Background: an optimization exercise with open tools, aiming at small area, a short achievable clock period and few clock cycles per item. Do not read the settings as production practice. Where RTL was checked, it was by simulation tests only, not by an equivalence proof against the original.

==> module sc_encoder, before the edit <==
module sc_encoder (
    input  wire         clk,
    input  wire         step,      
    input  wire         first,     
    input  wire [63:0]  sym4,
    output reg  [127:0] state
);
    wire [127:0] a0 = state;
    wire [127:0] a1, a2, a3, a4;
    wire [127:0] b1, b2, b3, b4;
    sc_nstep #(.SCALED7(0)) u_a1 (.c(a0), .f(16'h0000), .nb(1'b1), .n(a1));
    wire [127:0] a1g = first ? 128'd0 : a1;
    sc_nstep #(.SCALED7(0)) u_a2 (.c(a1g), .f(16'h0000), .nb(1'b1), .n(a2));
    sc_nstep #(.SCALED7(0)) u_a3 (.c(a2), .f(16'h0000), .nb(1'b1), .n(a3));
    sc_nstep #(.SCALED7(0)) u_a4 (.c(a3), .f(16'h0000), .nb(1'b1), .n(a4));
    sc_nstep #(.SCALED7(0)) u_b1 (.c(128'd0), .f(sym4[15:0]),  .nb(1'b1), .n(b1));
    sc_nstep #(.SCALED7(0)) u_b2 (.c(b1),     .f(sym4[31:16]), .nb(1'b1), .n(b2));
    sc_nstep #(.SCALED7(0)) u_b3 (.c(b2),     .f(sym4[47:32]), .nb(1'b1), .n(b3));
    sc_nstep #(.SCALED7(0)) u_b4 (.c(b3),     .f(sym4[63:48]), .nb(1'b1), .n(b4));
    always @(posedge clk)
        if (step)
            state <= a4 ^ b4;
endmodule
==> module sector_check, before the edit <==
module sector_check (
    input  wire         clk,
    input  wire         rst,
    input  wire         in_valid,
    output wire         in_ready,
    input  wire [63:0]  in_data,
    input  wire         in_mode,
    output reg          out_valid,
    input  wire         out_ready,
    output reg  [127:0] out_data,
    output reg          out_zero
);
    reg  [5:0] bc;         
    reg        tmode;      
    reg        efull;      
    reg        irdy;
    reg        first_r;    
    reg        msg_r;      
    reg        b32_r, b33_r, b34_r;
    reg  [4:0] fc;         
    reg        fmode;      
    reg        free_r;     
    reg        pad_r, conv_r, eval_r, copy_r, fin_r;
    reg        hand_r;     
    reg  [5:0] act_r;
    assign in_ready = irdy;
    wire in_fire  = in_valid && irdy;
    wire cur_mode = first_r ? in_mode : tmode;
    wire last     = b34_r || (b32_r && !cur_mode);
    wire handoff  = hand_r;
    wire [127:0] est;
    sc_encoder u_eng (
        .clk(clk), .step(in_fire && msg_r), .first(first_r),
        .sym4(in_data), .state(est)
    );
    wire [15:0] e7;
    sc_mulx #(.K(7)) u_e7 (.a(est[127:112]), .y(e7));
    wire [127:0] p;
    wire [15:0]  s;
    sc_syndrome u_fin (
        .clk(clk), .load(handoff), .din({e7, est[111:0]}),
        .pad(pad_r), .sym(fmode ? out_data[15:0] : 16'h0000),
        .conv(conv_r), .act(act_r), .eval(eval_r),
        .p(p), .sum(s)
    );
    wire [63:0] rev_in = {in_data[15:0], in_data[31:16], in_data[47:32], in_data[63:48]};
    wire [5:0] bc_n    = in_fire ? (last ? 6'd0 : bc + 6'd1) : bc;
    wire       efull_n = (efull && !handoff) || (in_fire && b32_r);
    wire [4:0] fc_n    = handoff ? 5'd1 :
                         (fc == 5'd0 || fin_r) ? 5'd0 : fc + 5'd1;
    wire       fmode_n = handoff ? tmode : fmode;
    wire       ov_n    = fin_r || (out_valid && !out_ready);
    wire       free_n  = (fc_n == 5'd0) && !ov_n;
    wire       hand_n  = efull_n && !handoff &&
                         (tmode ? (in_fire && b34_r) : free_n);
    always @(posedge clk) begin
        if (rst) begin
            bc        <= 6'd0;
            efull     <= 1'b0;
            irdy      <= 1'b1;
            fc        <= 5'd0;
            out_valid <= 1'b0;
            free_r    <= 1'b1;
            hand_r    <= 1'b0;
            first_r   <= 1'b1;
            msg_r     <= 1'b1;
            b32_r     <= 1'b0;
            b33_r     <= 1'b0;
            b34_r     <= 1'b0;
            pad_r     <= 1'b0;
            conv_r    <= 1'b0;
            eval_r    <= 1'b0;
            copy_r    <= 1'b0;
            fin_r     <= 1'b0;
        end else begin
            bc        <= bc_n;
            efull     <= efull_n;
            irdy      <= !efull_n || free_n;
            fc        <= fc_n;
            out_valid <= ov_n;
            free_r    <= free_n;
            hand_r    <= hand_n;
            first_r   <= (bc_n == 6'd0);
            msg_r     <= (bc_n < 6'd33);
            b32_r     <= (bc_n == 6'd32);
            b33_r     <= (bc_n == 6'd33);
            b34_r     <= (bc_n == 6'd34);
            pad_r     <= (fc_n != 5'd0) && (fc_n <= 5'd8);
            conv_r    <= (fc_n >= 5'd9) && (fc_n <= 5'd15);
            eval_r    <= fmode_n && (fc_n >= 5'd16);
            copy_r    <= !fmode_n && (fc_n == 5'd16);
            fin_r     <= (!fmode_n && fc_n == 5'd16) || (fc_n == 5'd23);
        end
    end
    integer i;
    always @(posedge clk) begin
        if (in_fire && first_r)
            tmode <= in_mode;
        fmode <= fmode_n;
        for (i = 0; i < 6; i = i + 1)
            act_r[i] <= (fc_n >= 5'd15 - i);
    end
    reg  [127:0] o_src;
    reg  [127:0] o_upd;
    always @* begin
        o_upd = 128'd0;
        o_src = {s, out_data[127:16]};
        if (in_fire && b33_r) begin
            o_upd[127:64] = {64{1'b1}};
            o_src[127:64] = rev_in;
        end else if (in_fire && b34_r) begin
            o_upd[63:0] = {64{1'b1}};
            o_src[63:0] = rev_in;
        end else if (copy_r) begin
            o_upd = {128{1'b1}};
            o_src = p;
        end else if ((pad_r && fmode) || eval_r) begin
            o_upd = {128{1'b1}};
        end
    end
    always @(posedge clk)
        out_data <= out_data ^ (o_upd & (o_src ^ out_data));
    always @(posedge clk) begin
        if (copy_r)
            out_zero <= (p == 128'd0);
        else if (eval_r)
            out_zero <= (fc == 5'd16 || out_zero) && (s == 16'h0000);
    end
endmodule
==> flow/config.mk <==
export PLATFORM = sky130hd
export DESIGN_NAME = sector_check
export DESIGN_NICKNAME = sector_check
export VERILOG_FILES = /design/flow/design.v
export SDC_FILE = /design/flow/constraint.sdc
export NUM_CORES = 4
export LEC_CHECK = 0
export CAP_MARGIN = 20
export CORE_MARGIN = 2
export CORE_UTILIZATION = 40
export SETUP_SLACK_MARGIN = 5
export SLEW_MARGIN = 20
==> flow/constraint.sdc <==
create_clock -name core_clock -period 10.0 [get_ports {clk}]
set_input_delay 2.0000 -clock core_clock [delete_from_list [all_inputs] [get_ports {clk}]]
set_output_delay 2.0000 -clock core_clock [all_outputs]
set_load 0.01 [all_outputs]
standard.sh (not shown) runs the stock make flow with config.mk's settings and CLKGATE_MAP_FILE= SYNTH_SCRIPT=/design/flow/synth_recipe.tcl, a recipe that flattens the netlist after the stock synthesis.
==> flow/flow/run.sh <==
#!/bin/bash
set -euo pipefail
bash standard.sh finish SETUP_SLACK_MARGIN=7 > orfs_flow.log 2>&1
Then changed:
--- a/flow/design.v
+++ b/flow/design.v
@@ -49,19 +49,18 @@
     wire [127:0] a0 = state;
     wire [127:0] a1, a2, a3, a4;
     wire [127:0] b1, b2, b3, b4;
     sc_nstep #(.SCALED7(0)) u_a1 (.c(a0), .f(16'h0000), .nb(1'b1), .n(a1));
-    wire [127:0] a1g = first ? 128'd0 : a1;
-    sc_nstep #(.SCALED7(0)) u_a2 (.c(a1g), .f(16'h0000), .nb(1'b1), .n(a2));
+    sc_nstep #(.SCALED7(0)) u_a2 (.c(a1), .f(16'h0000), .nb(1'b1), .n(a2));
     sc_nstep #(.SCALED7(0)) u_a3 (.c(a2), .f(16'h0000), .nb(1'b1), .n(a3));
     sc_nstep #(.SCALED7(0)) u_a4 (.c(a3), .f(16'h0000), .nb(1'b1), .n(a4));
     sc_nstep #(.SCALED7(0)) u_b1 (.c(128'd0), .f(sym4[15:0]),  .nb(1'b1), .n(b1));
     sc_nstep #(.SCALED7(0)) u_b2 (.c(b1),     .f(sym4[31:16]), .nb(1'b1), .n(b2));
     sc_nstep #(.SCALED7(0)) u_b3 (.c(b2),     .f(sym4[47:32]), .nb(1'b1), .n(b3));
     sc_nstep #(.SCALED7(0)) u_b4 (.c(b3),     .f(sym4[63:48]), .nb(1'b1), .n(b4));
     always @(posedge clk)
         if (step)
-            state <= a4 ^ b4;
+            state <= (first ? 128'd0 : a4) ^ b4;
 endmodule
 module sc_syndrome (
     input  wire         clk,
     input  wire         load,       
@@ -206,28 +205,18 @@
         fmode <= fmode_n;
         for (i = 0; i < 6; i = i + 1)
             act_r[i] <= (fc_n >= 5'd15 - i);
     end
-    reg  [127:0] o_src;
-    reg  [127:0] o_upd;
-    always @* begin
-        o_upd = 128'd0;
-        o_src = {s, out_data[127:16]};
-        if (in_fire && b33_r) begin
-            o_upd[127:64] = {64{1'b1}};
-            o_src[127:64] = rev_in;
-        end else if (in_fire && b34_r) begin
-            o_upd[63:0] = {64{1'b1}};
-            o_src[63:0] = rev_in;
-        end else if (copy_r) begin
-            o_upd = {128{1'b1}};
-            o_src = p;
-        end else if ((pad_r && fmode) || eval_r) begin
-            o_upd = {128{1'b1}};
-        end
-    end
-    always @(posedge clk)
-        out_data <= out_data ^ (o_upd & (o_src ^ out_data));
+    always @(posedge clk) begin
+        if (in_fire && b33_r)
+            out_data[127:64] <= rev_in;
+        else if (in_fire && b34_r)
+            out_data[63:0] <= rev_in;
+        else if (copy_r)
+            out_data <= p;
+        else if ((pad_r && fmode) || eval_r)
+            out_data <= {s, out_data[127:16]};
+    end
     always @(posedge clk) begin
         if (copy_r)
             out_zero <= (p == 128'd0);
         else if (eval_r)
Global-route usage falls by 0.98 points. Wire length came out lower by 0.64%. Core utilization came out lower by 1.4 points. Hold slack improved by 0.033 ns. Critical path depth is unchanged.
Testbench counts after the change, summed over its fixed seeds: cycles 11,038, items 320.
The RTL of the first run of this note was laid out without a check of its function.

## port drivers added, routing unchanged
How much do the figures lean on ideal ports? The routed layouts below were timed once more, with nothing changed but the port constraints. Step 1 sets driving cells, clkbuf_16 on the clock port and buf_2 on the other inputs (assumed; they add their load-dependent delay and slew). Step 2 moves the port delays by t, midway between the first and last clock arrival at a register: inputs arrive t later, outputs are due t later. That takes back most of the time a late clock gives input paths. a / b / c = ideal / step 1 / step 2; a / b = the first two.
run	shift t [ns]	setup slack, ns	worst slew at a driven data input, ns
the first run	0.691	6.538 / 6.468 / 6.283	0.05
the second run	0.688	6.628 / 6.561 / 6.329	0.05
After both steps every run listed still meets setup and hold. The setup slack of the second run, which loses most, moves by -0.067 ns with the drivers and by -0.299 ns with both steps.
